Source: an optimization exercise on an open RTL-to-GDS flow (aim: small area, a short achievable clock period and few clock cycles). Production flows keep margins and buffers that such runs may drop.
RTL that was checked went through simulation tests only; none was proved equivalent to the original.

==> inputs of trial 38 <==
==> flow/design.v <==
module str_sgm_row (
    input  wire        clk,
    input  wire        rst,
    input  wire        in_valid,
    output wire        in_ready,
    input  wire        in_first,
    input  wire [23:0] in_cl,
    input  wire        in_cl_ok,
    input  wire [23:0] in_cr,
    input  wire        in_cr_ok,
    input  wire [5:0]  cfg_p1,
    input  wire [9:0]  cfg_p2,
    input  wire [7:0]  cfg_conf_min,
    output wire        out_valid,
    input  wire        out_ready,
    output wire [15:0] out_d16,
    output wire [7:0]  out_conf
);
    localparam ND = 16;
    localparam W  = 11;      
    reg        in_rdy;
    reg  [2:0] owed;         
    reg        s0_v;
    reg        l_v;          
    reg  [1:0] qcnt;
    reg        q_v;          
    wire take    = in_valid && in_rdy;
    wire deliver = q_v && out_ready;
    assign in_ready  = in_rdy;
    assign out_valid = q_v;
    reg        s0_first, s0_clok, s0_crok;
    reg [23:0] s0_cl, s0_cr;
    reg [5:0]  p1;
    reg [9:0]  p2;
    reg [7:0]  cmin_row;
    always @(posedge clk) begin
        s0_first <= in_first;
        s0_clok  <= in_cl_ok;
        s0_crok  <= in_cr_ok;
        s0_cl    <= in_cl;
        s0_cr    <= in_cr;
        if (take && in_first) begin
            p1       <= cfg_p1;
            p2       <= cfg_p2;
            cmin_row <= cfg_conf_min;
        end
    end
    reg [23:0]  rc   [1:ND-1];   
    reg         rcok [1:ND-1];
    reg [W-1:0] L    [0:ND-1];   
    reg [W-1:0] smin;            
    reg [3:0]   dbest;           
    reg [3:0]   x_l;             
    reg         okx_l;           
    reg [7:0]   cmin_l;
    wire [3:0] x_s0 = s0_first ? 4'd0 : (x_l == 4'd15 ? 4'd15 : x_l + 4'd1);
    function [1:0] fa;       
        input a, b, c;
        fa = {(a & b) | (a & c) | (b & c), a ^ b ^ c};
    endfunction
    function lt;
        input [W+3:0] a, b;
        reg c;
        integer i;
        begin
            c = 1'b0;
            for (i = 0; i < W+4; i = i + 1)
                c = (~a[i] & b[i]) | (~a[i] & c) | (b[i] & c);
            lt = c;
        end
    endfunction
    function [4:0] pop24;
        input [23:0] x;
        reg [7:0] s1, c1;
        reg       sa, ca, sb, cb, sc, cc, sd, cd;
        reg [11:0] y2;
        integer i;
        begin
            for (i = 0; i < 8; i = i + 1)
                {c1[i], s1[i]} = fa(x[3*i], x[3*i+1], x[3*i+2]);
            {ca, sa} = fa(s1[0], s1[1], s1[2]);
            {cb, sb} = fa(s1[3], s1[4], s1[5]);
            {cc, sc} = fa(sa, sb, s1[6]);
            sd = sc ^ s1[7];
            cd = sc & s1[7];
            y2 = {c1, ca, cb, cc, cd};
            pop24 = {4'd0, sd} +
                    {3'd0, y2[0], 1'b0} + {3'd0, y2[1], 1'b0} + {3'd0, y2[2], 1'b0} +
                    {3'd0, y2[3], 1'b0} + {3'd0, y2[4], 1'b0} + {3'd0, y2[5], 1'b0} +
                    {3'd0, y2[6], 1'b0} + {3'd0, y2[7], 1'b0} + {3'd0, y2[8], 1'b0} +
                    {3'd0, y2[9], 1'b0} + {3'd0, y2[10], 1'b0} + {3'd0, y2[11], 1'b0};
        end
    endfunction
    wire [23:0] crv   [0:ND-1];
    wire        crokv [0:ND-1];
    assign crv[0]   = s0_cr;
    assign crokv[0] = s0_crok;
    genvar gi;
    generate
        for (gi = 1; gi < ND; gi = gi + 1) begin : g_crv
            assign crv[gi]   = rc[gi];
            assign crokv[gi] = rcok[gi];
        end
    endgenerate
    reg [4:0] cost [0:ND-1];
    integer d;
    always @* begin
        for (d = 0; d < ND; d = d + 1) begin
            if (d > x_s0 || !s0_clok || !crokv[d])
                cost[d] = 5'd24;
            else
                cost[d] = pop24(s0_cl ^ crv[d]);
        end
    end
    wire [W-1:0] A    [0:ND-1];
    wire [W-1:0] u    [0:ND-1];
    wire [W-1:0] y    [0:ND-1];
    wire [W-1:0] z    [0:ND-1];
    wire [W-1:0] Lnew [0:ND-1];
    generate
        for (gi = 0; gi < ND; gi = gi + 1) begin : g_upd
            wire [W-1:0] gn;
            wire         co_a, co_y, co_l;
            str_sgm_rca #(W) u_a (.a(L[gi]), .b({5'd0, p1}), .ci(1'b0), .s(A[gi]), .co(co_a));
            if (gi == 0) begin : g_lo
                assign gn = A[1];
            end else if (gi == ND-1) begin : g_hi
                assign gn = A[ND-2];
            end else begin : g_mid
                assign gn = lt(A[gi+1], A[gi-1]) ? A[gi+1] : A[gi-1];
            end
            assign u[gi] = lt(gn, L[gi]) ? gn : L[gi];
            str_sgm_rca #(W) u_y (.a(u[gi]), .b(~smin), .ci(1'b1), .s(y[gi]), .co(co_y));
            assign z[gi] = s0_first ? {W{1'b0}} : (lt(y[gi], {1'b0, p2}) ? y[gi] : {1'b0, p2});
            str_sgm_rca #(W) u_l (.a(z[gi]), .b({6'd0, cost[gi]}), .ci(1'b0), .s(Lnew[gi]), .co(co_l));
        end
    endgenerate
    reg [W-1:0] v1 [0:7];  reg       i1 [0:7];
    reg [W-1:0] v2 [0:3];  reg [1:0] i2 [0:3];
    reg [W-1:0] v3 [0:1];  reg [2:0] i3 [0:1];
    reg [W-1:0] nmin;
    reg [3:0]   nbest;
    integer k;
    always @* begin
        for (k = 0; k < 8; k = k + 1) begin
            i1[k] = lt(Lnew[2*k+1], Lnew[2*k]);
            v1[k] = i1[k] ? Lnew[2*k+1] : Lnew[2*k];
        end
        for (k = 0; k < 4; k = k + 1) begin
            if (lt(v1[2*k+1], v1[2*k])) begin
                v2[k] = v1[2*k+1];
                i2[k] = {1'b1, i1[2*k+1]};
            end else begin
                v2[k] = v1[2*k];
                i2[k] = {1'b0, i1[2*k]};
            end
        end
        for (k = 0; k < 2; k = k + 1) begin
            if (lt(v2[2*k+1], v2[2*k])) begin
                v3[k] = v2[2*k+1];
                i3[k] = {1'b1, i2[2*k+1]};
            end else begin
                v3[k] = v2[2*k];
                i3[k] = {1'b0, i2[2*k]};
            end
        end
        if (lt(v3[1], v3[0])) begin
            nmin  = v3[1];
            nbest = {1'b1, i3[1]};
        end else begin
            nmin  = v3[0];
            nbest = {1'b0, i3[0]};
        end
    end
    integer j;
    always @(posedge clk) begin
        if (s0_v) begin
            for (j = 0; j < ND; j = j + 1)
                L[j] <= Lnew[j];
            rc[1]   <= s0_cr;
            rcok[1] <= s0_crok;
            for (j = 2; j < ND; j = j + 1) begin
                rc[j]   <= rc[j-1];
                rcok[j] <= rcok[j-1];
            end
            smin   <= nmin;
            dbest  <= nbest;
            x_l    <= x_s0;
            okx_l  <= s0_clok && (nbest <= x_s0);
            cmin_l <= cmin_row;
        end
    end
    reg [ND-1:0] oh;
    reg [W-1:0] mk [0:ND-1];
    reg [W-1:0] w1 [0:7];
    reg [W-1:0] w2 [0:3];
    reg [W-1:0] w3 [0:1];
    reg [W-1:0] s2;
    reg [W-1:0] sm, sp;
    integer e;
    always @* begin
        for (d = 0; d < ND; d = d + 1)
            oh[d] = (dbest == d);
        for (d = 0; d < ND; d = d + 1)
            mk[d] = L[d] | {W{oh[d] | (d > 0 ? oh[d-1] : 1'b0) | (d < ND-1 ? oh[d+1] : 1'b0)}};
        for (k = 0; k < 8; k = k + 1)
            w1[k] = lt(mk[2*k+1], mk[2*k]) ? mk[2*k+1] : mk[2*k];
        for (k = 0; k < 4; k = k + 1)
            w2[k] = lt(w1[2*k+1], w1[2*k]) ? w1[2*k+1] : w1[2*k];
        for (k = 0; k < 2; k = k + 1)
            w3[k] = lt(w2[2*k+1], w2[2*k]) ? w2[2*k+1] : w2[2*k];
        s2 = lt(w3[1], w3[0]) ? w3[1] : w3[0];
        sm = {W{1'b0}};
        sp = {W{1'b0}};
        for (e = 0; e < ND; e = e + 1) begin
            if (e < ND-1) sm = sm | (L[e] & {W{oh[e+1]}});
            if (e > 0)    sp = sp | (L[e] & {W{oh[e-1]}});
        end
    end
    reg [W:0]   den, anum;
    reg         nneg;
    reg [3:0]   qoff;
    reg [4:0]   off;         
    reg [W+2:0] r1;
    reg [W+3:0] t1;
    always @* begin
        nneg = lt(sm, sp);
        anum = nneg ? {1'b0, sp} - {1'b0, sm} : {1'b0, sm} - {1'b0, sp};
        den  = {1'b0, sm} + {1'b0, sp} - {smin, 1'b0};
        r1   = {2'b0, anum} + {6'd0, den[W:4]};
        qoff = 4'd0;
        for (k = 3; k >= 0; k = k - 1) begin
            r1 = {r1[W+1:0], den[k]};
            t1 = {1'b0, r1} - {2'b0, den, 1'b0};
            if (!t1[W+3]) begin
                r1 = t1[W+2:0];
                qoff[k] = 1'b1;
            end
        end
        off = 5'd0;
        if (dbest != 4'd0 && dbest != 4'd15 && den != 0)
            off = nneg ? -{1'b0, qoff} : {1'b0, qoff};
    end
    reg [W-1:0] nhi;         
    reg [7:0]   nlo;         
    reg [W:0]   r2;
    reg [W+1:0] t2;
    reg [7:0]   q2;
    reg [7:0]   conf;
    reg [7:0]   d8;
    reg         ok;
    always @* begin
        nhi = smin - ({7'd0, smin[W-1:7]} + {10'd0, smin[6:0] != 7'd0});
        nlo = 8'd0 - {smin[6:0], 1'b0};
        r2  = {1'b0, nhi};
        q2  = 8'd0;
        for (k = 7; k >= 0; k = k - 1) begin
            r2 = {r2[W-1:0], nlo[k]};
            t2 = {1'b0, r2} - {2'b0, s2};
            if (!t2[W+1]) begin
                r2 = t2[W:0];
                q2[k] = 1'b1;
            end
        end
        if (s2 == 0)
            conf = 8'd1;
        else
            conf = ~q2 - {7'd0, r2 != 0};
        d8 = {dbest, 4'd0} + {{3{off[4]}}, off};
        ok = okx_l && (conf >= cmin_l);
    end
    wire [16:0] res = ok ? {1'b0, d8, conf} : {1'b1, 8'hFF, 8'h00};
    reg [16:0] q0, q1, q2r;
    wire push_n = l_v && (s0_v || qcnt != 2'd3);     
    wire [16:0] q0_n = (qcnt == 2'd0) ? res : q0;
    wire [16:0] q1_n = (qcnt == 2'd1) ? res : q1;
    wire [16:0] q2_n = (qcnt == 2'd2) ? res : q2r;
    wire [16:0] q0_p = (qcnt == 2'd1) ? res : q1;     
    wire [16:0] q1_p = (qcnt == 2'd2) ? res : q2r;
    wire [16:0] q2_p = (qcnt == 2'd3) ? res : q2r;
    wire [1:0]  qcnt_n = qcnt + {1'b0, push_n};
    wire [1:0]  qcnt_p = qcnt - {1'b0, !l_v};
    wire        qv_n   = (qcnt != 2'd0) || push_n;
    wire        qv_p   = (qcnt != 2'd1) || l_v;
    wire        lv_n   = s0_v || (l_v && !push_n);
    wire        lv_p   = s0_v;
    always @(posedge clk) begin
        if (deliver) begin
            q0  <= q0_p;
            q1  <= q1_p;
            q2r <= q2_p;
        end else begin
            q0  <= q0_n;
            q1  <= q1_n;
            q2r <= q2_n;
        end
    end
    always @(posedge clk) begin
        if (rst) begin
            in_rdy <= 1'b1;
            owed   <= 3'd0;
            s0_v   <= 1'b0;
            l_v    <= 1'b0;
            qcnt   <= 2'd0;
            q_v    <= 1'b0;
        end else begin
            s0_v <= take;
            l_v  <= deliver ? lv_p : lv_n;
            qcnt <= deliver ? qcnt_p : qcnt_n;
            q_v  <= deliver ? qv_p : qv_n;
            case ({take, deliver})
                2'b10:   owed <= owed + 3'd1;
                2'b01:   owed <= owed - 3'd1;
                default: owed <= owed;
            endcase
            case (owed)
                3'd0, 3'd1, 3'd2: in_rdy <= 1'b1;
                3'd3:             in_rdy <= !take || deliver;
                default:          in_rdy <= deliver;
            endcase
        end
    end
    assign out_d16  = {{8{q0[16]}}, q0[15:8]};
    assign out_conf = q0[7:0];
endmodule
module str_sgm_rca #(
    parameter N = 11
) (
    input  wire [N-1:0] a,
    input  wire [N-1:0] b,
    input  wire         ci,
    output wire [N-1:0] s,
    output wire         co
);
    wire [N:0] c;
    assign c[0] = ci;
    genvar i;
    generate
        for (i = 0; i < N; i = i + 1) begin : g_bit
            assign s[i]   = a[i] ^ b[i] ^ c[i];
            assign c[i+1] = (a[i] & b[i]) | (a[i] & c[i]) | (b[i] & c[i]);
        end
    endgenerate
    assign co = c[N];
endmodule
==> flow/run.sh <==
#!/bin/bash
# synth_recipe.tcl (not shown) runs the flow's synth.tcl, then flattens the netlist and writes it again
# the make line also repeats each setting of config.mk as NAME=value (left out here)
make -C /OpenROAD-flow-scripts/flow DESIGN_CONFIG=/design/flow/config.mk WORK_HOME=/design/flow/orfs CLKGATE_MAP_FILE= SYNTH_SCRIPT=/design/flow/synth_recipe.tcl finish
==> flow/config.mk <==
export PLATFORM = sky130hd
export DESIGN_NAME = str_sgm_row
export DESIGN_NICKNAME = str_sgm_row
export VERILOG_FILES = /design/flow/design.v
export SDC_FILE = /design/flow/constraint.sdc
export NUM_CORES = 4
export LEC_CHECK = 0
export CAP_MARGIN = 20
export CORE_MARGIN = 2
export CORE_UTILIZATION = 40
export SLEW_MARGIN = 20
==> flow/constraint.sdc <==
create_clock -name core_clock -period 180.0 [get_ports {clk}]
set_input_delay 36.0000 -clock core_clock [delete_from_list [all_inputs] [get_ports {clk}]]
set_output_delay 36.0000 -clock core_clock [all_outputs]
set_load 0.01 [all_outputs]
==> trial 61 (differences from trial 38) <==
--- a/flow/design.v
+++ b/flow/design.v
@@ -23,5 +23,4 @@
     reg        s0_v;
     reg        l_v;          
-    reg  [1:0] qcnt;
     reg        q_v;          
     wire take    = in_valid && in_rdy;
@@ -70,4 +69,19 @@
         end
     endfunction
+    function [W+4:0] radd;
+        input [W+3:0] a, b;
+        input         ci;
+        reg           c;
+        reg [W+3:0]   sum;
+        integer       i;
+        begin
+            c = ci;
+            for (i = 0; i < W+4; i = i + 1) begin
+                sum[i] = a[i] ^ b[i] ^ c;
+                c = (a[i] & b[i]) | (a[i] & c) | (b[i] & c);
+            end
+            radd = {c, sum};
+        end
+    endfunction
     function [4:0] pop24;
         input [23:0] x;
@@ -219,18 +233,25 @@
     end
     reg [W:0]   den, anum;
+    reg [W-1:0] shi, slo;
+    reg [W+4:0] sum2, t1;
     reg         nneg;
     reg [3:0]   qoff;
     reg [4:0]   off;         
     reg [W+2:0] r1;
-    reg [W+3:0] t1;
     always @* begin
         nneg = lt(sm, sp);
-        anum = nneg ? {1'b0, sp} - {1'b0, sm} : {1'b0, sm} - {1'b0, sp};
-        den  = {1'b0, sm} + {1'b0, sp} - {smin, 1'b0};
-        r1   = {2'b0, anum} + {6'd0, den[W:4]};
+        shi  = nneg ? sp : sm;
+        slo  = nneg ? sm : sp;
+        t1   = radd({4'd0, shi}, ~{4'd0, slo}, 1'b1);
+        anum = t1[W:0];
+        sum2 = radd({4'd0, sm}, {4'd0, sp}, 1'b0);
+        t1   = radd(sum2[W+3:0], ~{3'd0, smin, 1'b0}, 1'b1);
+        den  = t1[W:0];
+        t1   = radd({3'd0, anum}, {7'd0, den[W:4]}, 1'b0);
+        r1   = t1[W+2:0];
         qoff = 4'd0;
         for (k = 3; k >= 0; k = k - 1) begin
             r1 = {r1[W+1:0], den[k]};
-            t1 = {1'b0, r1} - {2'b0, den, 1'b0};
+            t1 = radd({1'b0, r1}, ~{2'd0, den, 1'b0}, 1'b1);
             if (!t1[W+3]) begin
                 r1 = t1[W+2:0];
@@ -271,28 +292,17 @@
     end
     wire [16:0] res = ok ? {1'b0, d8, conf} : {1'b1, 8'hFF, 8'h00};
-    reg [16:0] q0, q1, q2r;
-    wire push_n = l_v && (s0_v || qcnt != 2'd3);     
-    wire [16:0] q0_n = (qcnt == 2'd0) ? res : q0;
-    wire [16:0] q1_n = (qcnt == 2'd1) ? res : q1;
-    wire [16:0] q2_n = (qcnt == 2'd2) ? res : q2r;
-    wire [16:0] q0_p = (qcnt == 2'd1) ? res : q1;     
-    wire [16:0] q1_p = (qcnt == 2'd2) ? res : q2r;
-    wire [16:0] q2_p = (qcnt == 2'd3) ? res : q2r;
-    wire [1:0]  qcnt_n = qcnt + {1'b0, push_n};
-    wire [1:0]  qcnt_p = qcnt - {1'b0, !l_v};
-    wire        qv_n   = (qcnt != 2'd0) || push_n;
-    wire        qv_p   = (qcnt != 2'd1) || l_v;
-    wire        lv_n   = s0_v || (l_v && !push_n);
-    wire        lv_p   = s0_v;
+    reg [16:0] head;
+    reg [16:0] fb [0:1];
+    reg        wp, rp;
+    reg [1:0]  nw;           
+    wire push  = l_v && (s0_v || nw != 2'd2);
+    wire hload = out_ready || !q_v;
+    wire fpop  = hload && nw != 2'd0;
+    wire fpush = push && !(hload && nw == 2'd0);
     always @(posedge clk) begin
-        if (deliver) begin
-            q0  <= q0_p;
-            q1  <= q1_p;
-            q2r <= q2_p;
-        end else begin
-            q0  <= q0_n;
-            q1  <= q1_n;
-            q2r <= q2_n;
-        end
+        if (push)
+            fb[wp] <= res;
+        if (hload)
+            head <= (nw != 2'd0) ? fb[rp] : res;
     end
     always @(posedge clk) begin
@@ -302,11 +312,19 @@
             s0_v   <= 1'b0;
             l_v    <= 1'b0;
-            qcnt   <= 2'd0;
             q_v    <= 1'b0;
+            nw     <= 2'd0;
+            wp     <= 1'b0;
+            rp     <= 1'b0;
         end else begin
             s0_v <= take;
-            l_v  <= deliver ? lv_p : lv_n;
-            qcnt <= deliver ? qcnt_p : qcnt_n;
-            q_v  <= deliver ? qv_p : qv_n;
+            l_v  <= s0_v || (l_v && !push);
+            q_v  <= !hload || nw != 2'd0 || push;
+            if (fpush) wp <= !wp;
+            if (fpop)  rp <= !rp;
+            case ({fpush, fpop})
+                2'b10:   nw <= nw + 2'd1;
+                2'b01:   nw <= nw - 2'd1;
+                default: nw <= nw;
+            endcase
             case ({take, deliver})
                 2'b10:   owed <= owed + 3'd1;
@@ -321,6 +339,6 @@
         end
     end
-    assign out_d16  = {{8{q0[16]}}, q0[15:8]};
-    assign out_conf = q0[7:0];
+    assign out_d16  = {{8{head[16]}}, head[15:8]};
+    assign out_conf = head[7:0];
 endmodule
 module str_sgm_rca #(
- CORE_UTILIZATION: 40 -> 60
- CTS_BUF_LIST: not set -> sky130_fd_sc_hd__clkbuf_4 sky130_fd_sc_hd__clkbuf_8
==> summary.txt <==
In trial 38 the final area is higher than in trial 61, by about 3.3%. Against trial 38, the sequential share of layout area of trial 61 is higher by 1.1 points. Between trial 61 and trial 38, the lower register-to-register slack is in trial 38 (gap 0.69 ns). Between trial 38 and trial 61, the lower critical path depth is in trial 61 (gap 9). Between trial 38 and trial 61, the lower area after synthesis is in trial 61 (gap about 2%, measured against trial 61). Between trial 38 and trial 61, the lower global-route usage is in trial 38 (gap 12 points). In trial 38 the die area is higher than in trial 61, by about 50%. First-iteration DRC count: trial 61 is higher than trial 38 (16%). Between trial 61 and trial 38, the lower final cell count is in trial 61 (gap 11%, measured against trial 38).
Testbench counts of trial 38, summed over its fixed seeds: cycles 4,780.
No functional check of the RTL was part of trial 61.

## what the ideal ports hide
In the flow no input, the clock included, has a driving cell. The finished layouts below were timed again as built, in two steps. Step 1: set_driving_cell puts a clkbuf_16 on clk and a buf_2 on each other input, an assumption about the parent block. Step 2 moves the port delays by t, midway between the first and last clock arrival at a register: inputs arrive t later, outputs are due t later. That takes back most of the time a late clock gives input paths. Slacks: ideal ports / drivers / drivers and shift; pairs: ideal ports / drivers.
run	t (ns)	setup WS [ns]	clock arrival spread, ns	worst data-port slew with drivers (ns)	pins driven straight from the clock port
trial 38	0.830	141.952 / 142.014 / 141.184	0.065 / 0.065	0.04	1
trial 61	0.949	142.100 / 142.017 / 141.250	0.063 / 0.063	0.04	1
After both steps every run listed still meets setup and hold. The setup slack of trial 61, which loses most, moves by -0.083 ns with the drivers and by -0.850 ns with both steps.
